What follows belongs to an exercise in optimizing a design on an open flow for small area and a short achievable clock period; a production flow would make more cautious choices.

==> inputs of job 3580 <==
// dec_addsub
module dec_addsub (
    input  wire         clk,
    input  wire         rst,
    input  wire         in_valid,
    input  wire [1:0]   in_op,
    input  wire [127:0] in_a,
    input  wire [127:0] in_b,
    output reg          out_valid,
    output wire [127:0] out_result,
    output wire [1:0]   out_cmp,
    output wire         out_ovf,
    output wire         out_dec_data
);
    localparam ND = 31;
    function valid_operand;
        input [127:0] x;
        integer k;
        begin
            valid_operand = (x[3:0] == 4'hc) || (x[3:0] == 4'hd) || (x[3:0] == 4'hf);
            for (k = 1; k <= ND; k = k + 1)
                if (x[4*k+3] & (x[4*k+2] | x[4*k+1])) valid_operand = 1'b0;
        end
    endfunction
    wire data_err = !valid_operand(in_a) || !valid_operand(in_b);
    wire sa  = (in_a[3:0] == 4'hd);
    wire sb  = (in_b[3:0] == 4'hd);
    wire sub = sa ^ sb ^ (in_op[0] | in_op[1]);
    wire [ND-1:0] g, p;
    wire [3:0]    s0 [0:ND-1];
    genvar k;
    generate
        for (k = 0; k < ND; k = k + 1) begin : dig
            wire [3:0] a = in_a[4*k+4 +: 4];
            wire [3:0] b = in_b[4*k+4 +: 4];
            wire [3:0] bb = {sub ? ~(b[3] | b[2] | b[1]) : b[3],
                             b[2] ^ (sub & b[1]), b[1], b[0] ^ sub};
            wire [4:0] z;
            wire [4:1] cy;
            assign z[0]  = a[0] ^ bb[0];
            assign cy[1] = a[0] & bb[0];
            assign z[1]  = a[1] ^ bb[1] ^ cy[1];
            assign cy[2] = (a[1] & bb[1]) | (a[1] & cy[1]) | (bb[1] & cy[1]);
            assign z[2]  = a[2] ^ bb[2] ^ cy[2];
            assign cy[3] = (a[2] & bb[2]) | (a[2] & cy[2]) | (bb[2] & cy[2]);
            assign z[3]  = a[3] ^ bb[3] ^ cy[3];
  ...
Settings: LEC_CHECK=0, ABC_CLOCK_PERIOD_IN_PS=55000, CAP_MARGIN=20, CORE_MARGIN=2, CORE_UTILIZATION=40, SLEW_MARGIN=20; clock period 70.0 ns.
standard.sh (not shown) runs the stock make flow with config.mk's settings and CLKGATE_MAP_FILE= SYNTH_SCRIPT=/design/flow/synth_recipe.tcl, a recipe that flattens the netlist after the stock synthesis.
==> flow/flow/run.sh <==
#!/bin/bash
# Standard layout, with the smallest buffer on every input and output port,
# timing repair asked for a setup slack of 50.0 ns, and a clock tree of
# clkbuf_8 buffers without dummy loads.
set -euo pipefail
bash standard.sh BUFFER_PORTS_ARGS="-buffer_cell sky130_fd_sc_hd__buf_1" SETUP_SLACK_MARGIN=50.0 \
  CTS_ARGS="-sink_clustering_enable -repair_clock_nets -buf_list sky130_fd_sc_hd__clkbuf_8 -dont_use_dummy_load" \
  finish > standard.log 2>&1
==> inputs of job 1059, as changes to job 3580 <==
--- a/flow/design.v
+++ b/flow/design.v
@@ -22,36 +22,59 @@
         end
     endfunction
     wire data_err = !valid_operand(in_a) || !valid_operand(in_b);
     wire sa  = (in_a[3:0] == 4'hd);
     wire sb  = (in_b[3:0] == 4'hd);
     wire sub = sa ^ sb ^ (in_op[0] | in_op[1]);
-    wire [ND-1:0] g, p;
-    wire [3:0]    s0 [0:ND-1];
+    wire [4:0] z [0:ND-1];
     genvar k;
     generate
         for (k = 0; k < ND; k = k + 1) begin : dig
             wire [3:0] a = in_a[4*k+4 +: 4];
             wire [3:0] b = in_b[4*k+4 +: 4];
             wire [3:0] bb = {sub ? ~(b[3] | b[2] | b[1]) : b[3],
                              b[2] ^ (sub & b[1]), b[1], b[0] ^ sub};
-            wire [4:0] z;
             wire [4:1] cy;
-            assign z[0]  = a[0] ^ bb[0];
-            assign cy[1] = a[0] & bb[0];
-            assign z[1]  = a[1] ^ bb[1] ^ cy[1];
-            assign cy[2] = (a[1] & bb[1]) | (a[1] & cy[1]) | (bb[1] & cy[1]);
-            assign z[2]  = a[2] ^ bb[2] ^ cy[2];
-            assign cy[3] = (a[2] & bb[2]) | (a[2] & cy[2]) | (bb[2] & cy[2]);
-            assign z[3]  = a[3] ^ bb[3] ^ cy[3];
-            assign cy[4] = (a[3] & bb[3]) | (a[3] & cy[3]) | (bb[3] & cy[3]);
-            assign z[4]  = cy[4];
-            assign g[k] = z[4] | (z[3] & (z[2] | z[1]));             
-            assign p[k] = z[3] & z[0] & !z[2] & !z[1] & !z[4];       
-            assign s0[k] = {z[3] ^ (g[k] & (z[2] | z[1])), z[2] ^ (g[k] & !z[1]),
-                            z[1] ^ g[k], z[0]};
+            assign z[k][0] = a[0] ^ bb[0];
+            assign cy[1]   = a[0] & bb[0];
+            assign z[k][1] = a[1] ^ bb[1] ^ cy[1];
+            assign cy[2]   = (a[1] & bb[1]) | (a[1] & cy[1]) | (bb[1] & cy[1]);
+            assign z[k][2] = a[2] ^ bb[2] ^ cy[2];
+            assign cy[3]   = (a[2] & bb[2]) | (a[2] & cy[2]) | (bb[2] & cy[2]);
+            assign z[k][3] = a[3] ^ bb[3] ^ cy[3];
+            assign z[k][4] = (a[3] & bb[3]) | (a[3] & cy[3]) | (bb[3] & cy[3]);
+        end
+    endgenerate
+    function r_gn;
+        input [4:0] y;
+        r_gn = y[4] | (y[3] & (y[2] | y[1]));
+    endfunction
+    reg [3:0] r_s [0:ND-1];
+    reg [ND-1:0] r_g;
+    reg       r_sub, r_sa, r_dd;
+    integer n;
+    always @(posedge clk) begin
+        for (n = 0; n < ND; n = n + 1)
+        begin
+            r_g[n] <= z[n][4] | (z[n][3] & (z[n][2] | z[n][1]));     
+            r_s[n] <= {z[n][3] ^ (r_gn(z[n]) & (z[n][2] | z[n][1])),
+                       z[n][2] ^ (r_gn(z[n]) & !z[n][1]), z[n][1] ^ r_gn(z[n]), z[n][0]};
+        end
+        r_sub <= sub;
+        r_sa  <= sa;
+        r_dd  <= data_err;
+    end
+    always @(posedge clk)
+        out_valid <= in_valid & !rst;
+    wire [ND-1:0] g = r_g;
+    wire [ND-1:0] p;
+    wire [3:0]    s0 [0:ND-1];
+    generate
+        for (k = 0; k < ND; k = k + 1) begin : gpd
+            assign s0[k] = r_s[k];
+            assign p[k]  = r_s[k][3] & r_s[k][0];                   
         end
     endgenerate
     wire [ND-1:0] gp0, pp0;
     wire [ND-1:0] gp1, pp1;
     wire [ND-1:0] gp2, pp2;
     wire [ND-1:0] gp3, pp3;
@@ -369,58 +392,47 @@
     assign pp5[29] = pp4[29] & pp4[15];
     assign gp5[30] = gp4[30] | (pp4[30] & gp4[15]);
     assign pp5[30] = pp4[30] & pp4[15];
     wire [ND-1:0] G = gp5;
     wire [ND-1:0] P = pp5;
     wire cout = G[ND-1];
-    wire cin  = sub & cout;            
+    wire cin  = r_sub & cout;          
     wire [ND-1:0] c = {G[ND-2:0] | (P[ND-2:0] & {(ND-1){cin}}), cin};
+    wire inv  = r_sub & !cout;         
     function [3:0] inc_digit;
         input [3:0] d;
         input ci;
         begin
             inc_digit[0] = d[0] ^ ci;
             inc_digit[1] = d[1] ^ (ci & d[0] & !d[3]);
             inc_digit[2] = d[2] ^ (ci & d[0] & d[1]);
             inc_digit[3] = d[3] ^ (ci & d[0] & (d[3] | (d[2] & d[1])));
         end
     endfunction
-    reg [123:0] r_dig;
-    reg         r_inv, r_neg, r_ovf, r_eq, r_dd;
-    integer n;
-    always @(posedge clk) begin
-        for (n = 0; n < ND; n = n + 1)
-            r_dig[4*n +: 4] <= inc_digit(s0[n], c[n]);
-        r_inv <= sub & !cout;
-        r_neg <= (sa ^ (sub & !cout)) & !(sub & P[ND-1]);
-        r_eq  <= sub & P[ND-1];        
-        r_ovf <= !sub & cout;
-        r_dd  <= data_err;
-    end
-    always @(posedge clk)
-        out_valid <= in_valid & !rst;
     function [3:0] nine_comp;
         input [3:0] d;
-        input inv;
+        input iv;
         begin
-            nine_comp[0] = d[0] ^ inv;
+            nine_comp[0] = d[0] ^ iv;
             nine_comp[1] = d[1];
-            nine_comp[2] = d[2] ^ (inv & d[1]);
-            nine_comp[3] = inv ? !(d[3] | d[2] | d[1]) : d[3];
+            nine_comp[2] = d[2] ^ (iv & d[1]);
+            nine_comp[3] = iv ? !(d[3] | d[2] | d[1]) : d[3];
         end
     endfunction
     reg [123:0] mag;
-    reg         all0;
+    reg         sum0;
     always @* begin
-        all0 = 1'b1;
+        sum0 = 1'b1;
         for (n = 0; n < ND; n = n + 1) begin
-            mag[4*n +: 4] = nine_comp(r_dig[4*n +: 4], r_inv);
-            if (r_dig[4*n +: 4] != 4'd0) all0 = 1'b0;
+            mag[4*n +: 4] = nine_comp(inc_digit(s0[n], c[n]), inv);
+            if (!(c[n] ? (s0[n][3] & s0[n][0]) : (s0[n] == 4'd0))) sum0 = 1'b0;
         end
     end
-    wire zero    = r_eq | (!r_inv & all0);
-    wire nonzero = !zero | r_ovf;
-    assign out_result   = {mag, 3'b110, r_neg & !zero};
-    assign out_ovf      = r_ovf;
-    assign out_cmp      = {r_neg & nonzero, nonzero};
+    wire zero    = r_sub ? P[ND-1] : sum0;
+    wire ovf     = !r_sub & cout;
+    wire neg     = r_sa ^ inv;
+    wire nonzero = !zero | ovf;
+    assign out_result   = {mag, 3'b110, neg & !zero};
+    assign out_ovf      = ovf;
+    assign out_cmp      = {neg & nonzero, nonzero};
     assign out_dec_data = r_dd;
 endmodule
==> flow/flow/run.sh (replaced) <==
#!/bin/bash
# Standard layout, with the smallest buffer on every input and output port,
# and timing repair asked for a setup slack of 50.5 ns.
set -euo pipefail
bash standard.sh BUFFER_PORTS_ARGS="-buffer_cell sky130_fd_sc_hd__buf_1" SETUP_SLACK_MARGIN=50.5 finish > standard.log 2>&1
==> flow_metrics.tcl <==
set metrics [dict create \
    run_status "finished clean" \
    yosys-top-cells-area "dfxtp_1 (23%), fa_1 (14%), xnor2_1 (12%)" \
    clock_power_share_pct 14.3 \
    first_iter_violations 1002 \
    place_ws_ps 51570 \
    dieArea_um2 36000 \
    start_kind "flip-flop" \
    critPathKind "flip-flop to primary output" \
    grtUsageMet2_pct 43.7 \
    inv_count 73 \
    synth_seq_area_share_pct 23.1 \
    stdcell_count 2432 \
    firstDrtPassIters 6 \
]
Source of the figures above: job 1059

==> flow_metrics.tcl <==
set metrics [dict create \
    grtUsageMet2_pct 44.6 \
    place_ws_ps 48860 \
    stdcell_count 2219 \
    first_iter_violations 629 \
    inv_count 63 \
    hold_viol 0 \
    clock_power_share_pct 9.3 \
    critPathKind "input pin to flip-flop" \
    dieArea_um2 33400 \
    routed-wl-met3_um 3210 \
    start_kind "input pin" \
    firstDrtPassIters 5 \
    synth_seq_area_share_pct 20.4 \
    yosys-top-cells-area "dfxtp_1 (20%), fa_1 (15%), ha_1 (9.1%)" \
    run_status "finished clean" \
]
Source of the figures above: job 3580

Function was not checked in any run of this note: the RTL went through the layout flow alone.

==> re-timing with driven ports <==
The results above use ideal ports. As a check the final layouts listed here were re-extracted and re-timed, cells and wires unchanged.
Step 1 sets driving cells, clkbuf_16 on the clock port and buf_2 on the other inputs (assumed; they add their load-dependent delay and slew).
Step 2 times the ports against the registers' clock, not the clock port: input delays grow and output delays shrink by t, the midpoint of the rising clock arrivals with the driver on.
Slacks: ideal / step 1 / step 2; pairs: ideal / step 1.
| run | t, ns | setup slack, ns | latest minus earliest clock arrival (ns) | pins driven straight from the clock port |
|---|---|---|---|---|
| job 3580 | 0.486 | 50.273 / 50.250 / 49.764 | 0.039 / 0.038 | 1 |
| job 1059 | 0.477 | 51.091 / 51.040 / 51.518 | 0.014 / 0.015 | 1 |
After both steps setup and hold are still met in every run listed. The setup slack of job 3580, which loses most, moves by -0.023 ns with the drivers and by -0.509 ns with both steps.
